Background: an optimization exercise with open tools, aiming at small area, a short achievable clock period and few clock cycles per item. Do not read the settings as production practice.
Where RTL was checked, it was by simulation tests only, not by an equivalence proof against the original.

maple:
// sha256_core
module sha256_core (
    input  wire         clk,
    input  wire         rst,          
    input  wire         in_valid,
    output wire         in_ready,
    input  wire         in_first,     
    input  wire [511:0] in_block,     
    output reg          out_valid,
    output wire [255:0] out_digest    
);
clock: 10.0 ns
lec_check: 0
cap_margin: 20
core_margin: 2
core_utilization: 55
cts_buf_list: sky130_fd_sc_hd__clkbuf_16
cts_cluster_diameter: 120
cts_cluster_size: 20
slew_margin: 20
standard.sh (not shown) runs the stock make flow with config.mk's settings and CLKGATE_MAP_FILE= SYNTH_SCRIPT=/design/flow/synth_recipe.tcl, a recipe that flattens the netlist after the stock synthesis.
==> flow/flow/run.sh <==
#!/bin/bash
set -euo pipefail
export BUFFER_PORTS_ARGS="-buffer_cell sky130_fd_sc_hd__buf_1"
export SETUP_SLACK_MARGIN=5.5
bash standard.sh > standard_make.log 2>&1
Modified inputs, ember compared to maple
==> flow/flow/run.sh <==
#!/bin/bash
set -euo pipefail
export BUFFER_PORTS_ARGS="-buffer_cell sky130_fd_sc_hd__buf_1"
export SETUP_SLACK_MARGIN=5
bash standard.sh > standard_make.log 2>&1
==> summary.txt <==
The later-pin clock latency in the skew report of maple and that of ember are within noise of each other. Area of the multi-input gates (higher): maple. Note that the number of cells upsized or downsized after cts recorded for maple amounts to 3.1 times the value seen in ember. On first-iteration DRC count, ember does better than maple. Note that the non-clock buffer count recorded for maple amounts to 1.10 times the value seen in ember. kc[1] as the first element of the critical path was reported by ember, and s1[2] by maple. On ember: minimum clock period after layout is 210 ps higher than what maple gave. [ember] maximum frequency from static timing analysis fell 8.8 MHz relative to maple.
No functional check of the RTL was part of any run of this note.

Another version of the RTL of sha256_core (not shown whole).
Size in the first run: ~4400 cells after synthesis, ~1000 flip-flops, about 770 I/O pins, roughly 0.050 mm2 of cells after synthesis.
Settings: LEC_CHECK=0, CAP_MARGIN=20, CORE_MARGIN=2, CORE_UTILIZATION=55, CTS_BUF_LIST=sky130_fd_sc_hd__clkbuf_8, CTS_CLUSTER_DIAMETER=70, CTS_CLUSTER_SIZE=14, SLEW_MARGIN=20; clock period 10.0 ns.
==> flow/flow/run.sh <==
#!/bin/bash
set -euo pipefail
export BUFFER_PORTS_ARGS="-buffer_cell sky130_fd_sc_hd__buf_1"
export SETUP_SLACK_MARGIN=5
bash standard.sh > standard_make.log 2>&1
The baseline finished with timing, DRC and antenna clean.
Testbench counts at the start, summed over its fixed seeds: cycles 25,368, blocks 384.
==> next run, changes <==
Settings changed: CTS_CLUSTER_DIAMETER 70 to default, CTS_CLUSTER_SIZE 14 to 24.
After rerunning: Wire length climbs by 0.97%. Utilization rose by 2.2 points. Synthesized area is unchanged. Count of clock-buffer cells in the layout grows by 113. Global-route usage increases by 0.42 points.
==> next run, changes <==
Settings changed: CTS_BUF_LIST sky130_fd_sc_hd__clkbuf_8 to sky130_fd_sc_hd__clkbuf_16, CTS_CLUSTER_DIAMETER from default to 120, CTS_CLUSTER_SIZE 24 to 20.
Result:
- wire length goes down slightly
- via count shrinks by a few percent
- design area drops by a few percent
- register-to-register slack gets worse by 0.02 ns
- non-clock buffer count decreases by 10
- critical path depth decreases by 1
- worst hold slack improves by 0.011 ns
- setup slack is worse by 0.020 ns
- clock skew goes up by 0.027 ns
- cell count drops by a few percent

sha256_core, a different RTL version from the one above (not shown whole).
Size in the first run: roughly 4600 cells after synthesis, about 1000 flip-flops.
## sha256_core
module sha256_core (
    input  wire         clk,
    input  wire         rst,          
    input  wire         in_valid,
    output wire         in_ready,
    input  wire         in_first,     
    input  wire [511:0] in_block,     
    output reg          out_valid,
    output wire [255:0] out_digest    
);
export LEC_CHECK = 0
export CAP_MARGIN = 20
export CORE_MARGIN = 2
export CORE_UTILIZATION = 55
export CTS_BUF_LIST = sky130_fd_sc_hd__clkbuf_8
export CTS_CLUSTER_DIAMETER = 70
export CTS_CLUSTER_SIZE = 14
export SLEW_MARGIN = 20
create_clock -name core_clock -period 10.0 [get_ports {clk}]
Scripts as last shown in full above: flow/flow/run.sh
Testbench counts at the start, summed over its fixed seeds: cycles 25,368, blocks 384.
==> next run, changes <==
--- a/flow/config.mk
+++ b/flow/config.mk
@@ -10,5 +10,5 @@
 export CORE_UTILIZATION = 55
-export CTS_BUF_LIST = sky130_fd_sc_hd__clkbuf_8
-export CTS_CLUSTER_DIAMETER = 70
-export CTS_CLUSTER_SIZE = 14
+export CTS_BUF_LIST = sky130_fd_sc_hd__clkbuf_16
+export CTS_CLUSTER_DIAMETER = 120
+export CTS_CLUSTER_SIZE = 20
 export SLEW_MARGIN = 20
Maximum frequency is about the same.
Wire length decreases by 0.44%.
Worst hold slack is better by 0.014 ns.
Clock-buffer cell count decreases by 29.
Cell count decreases by 0.71%.

run 1:
Another version of the RTL of sha256_core (not shown whole).
Size: ~4700 cells after synthesis, ~1000 flip-flops, ~770 I/O pins.
export LEC_CHECK = 0
export CAP_MARGIN = 20
export CORE_MARGIN = 2
export CORE_UTILIZATION = 55
export CTS_BUF_LIST = sky130_fd_sc_hd__clkbuf_8
export CTS_CLUSTER_SIZE = 24
export SLEW_MARGIN = 20
create_clock -name core_clock -period 10.0 [get_ports {clk}]
==> flow/flow/run.sh <==
#!/bin/bash
set -euo pipefail
export BUFFER_PORTS_ARGS="-buffer_cell sky130_fd_sc_hd__buf_1"
export SETUP_SLACK_MARGIN=6
bash standard.sh > standard_make.log 2>&1
Run 1 closes out successfully: all stages finished, all timing, DRC and antenna checks passed.
Testbench counts of run 1, summed over its fixed seeds: cycles 25,368, blocks 384.
The following lists how run 2 was set up differently from run 1:
-- flow/flow/run.sh --
<<< run 1, line 4
export SETUP_SLACK_MARGIN=6
>>> run 2, line 4
export SETUP_SLACK_MARGIN=5
==> summary.txt <==
Count of clock-buffer cells in the layout: run 2 higher than run 1. Path length in cells of the critical path, run 2 and run 1: smaller value in run 2. Cmp run 2 and run 1 / global-route usage / higher: run 1.

-- what the ideal ports hide --
How much do the figures lean on ideal ports? The routed layouts below were timed once more, with nothing changed but the port constraints. Step 1 sets driving cells, clkbuf_16 on the clock port and buf_2 on the other inputs (assumed; they add their load-dependent delay and slew). Step 2 also shifts input and output timing later by t, the mid clock arrival at the registers, as if the neighbouring blocks saw the same clock. Slacks: no drivers / after step 1 / after step 2; pairs: no drivers / after step 1.
run | t (ns) | setup slack, ns | worst setup path at the end
maple | 0.750 | 5.241 / 5.241 / 5.241 | register to register
ember | 0.744 | 5.033 / 5.033 / 5.033 | register to register
the first run of note 2 | 0.855 | 5.062 / 5.062 / 5.062 | register to register
the second run of note 2 | 0.952 | 5.045 / 5.045 / 5.045 | register to register
the third run of note 2 | 0.777 | 5.025 / 5.025 / 5.025 | register to register
the first run of note 3 | 0.863 | 5.073 / 5.073 / 5.073 | register to register
the second run of note 3 | 0.762 | 5.073 / 5.073 / 5.073 | register to register
run 1 | 0.956 | 5.227 / 5.227 / 5.227 | register to register
run 2 | 0.941 | 5.037 / 5.037 / 5.037 | register to register
After both steps every run listed still meets setup and hold.
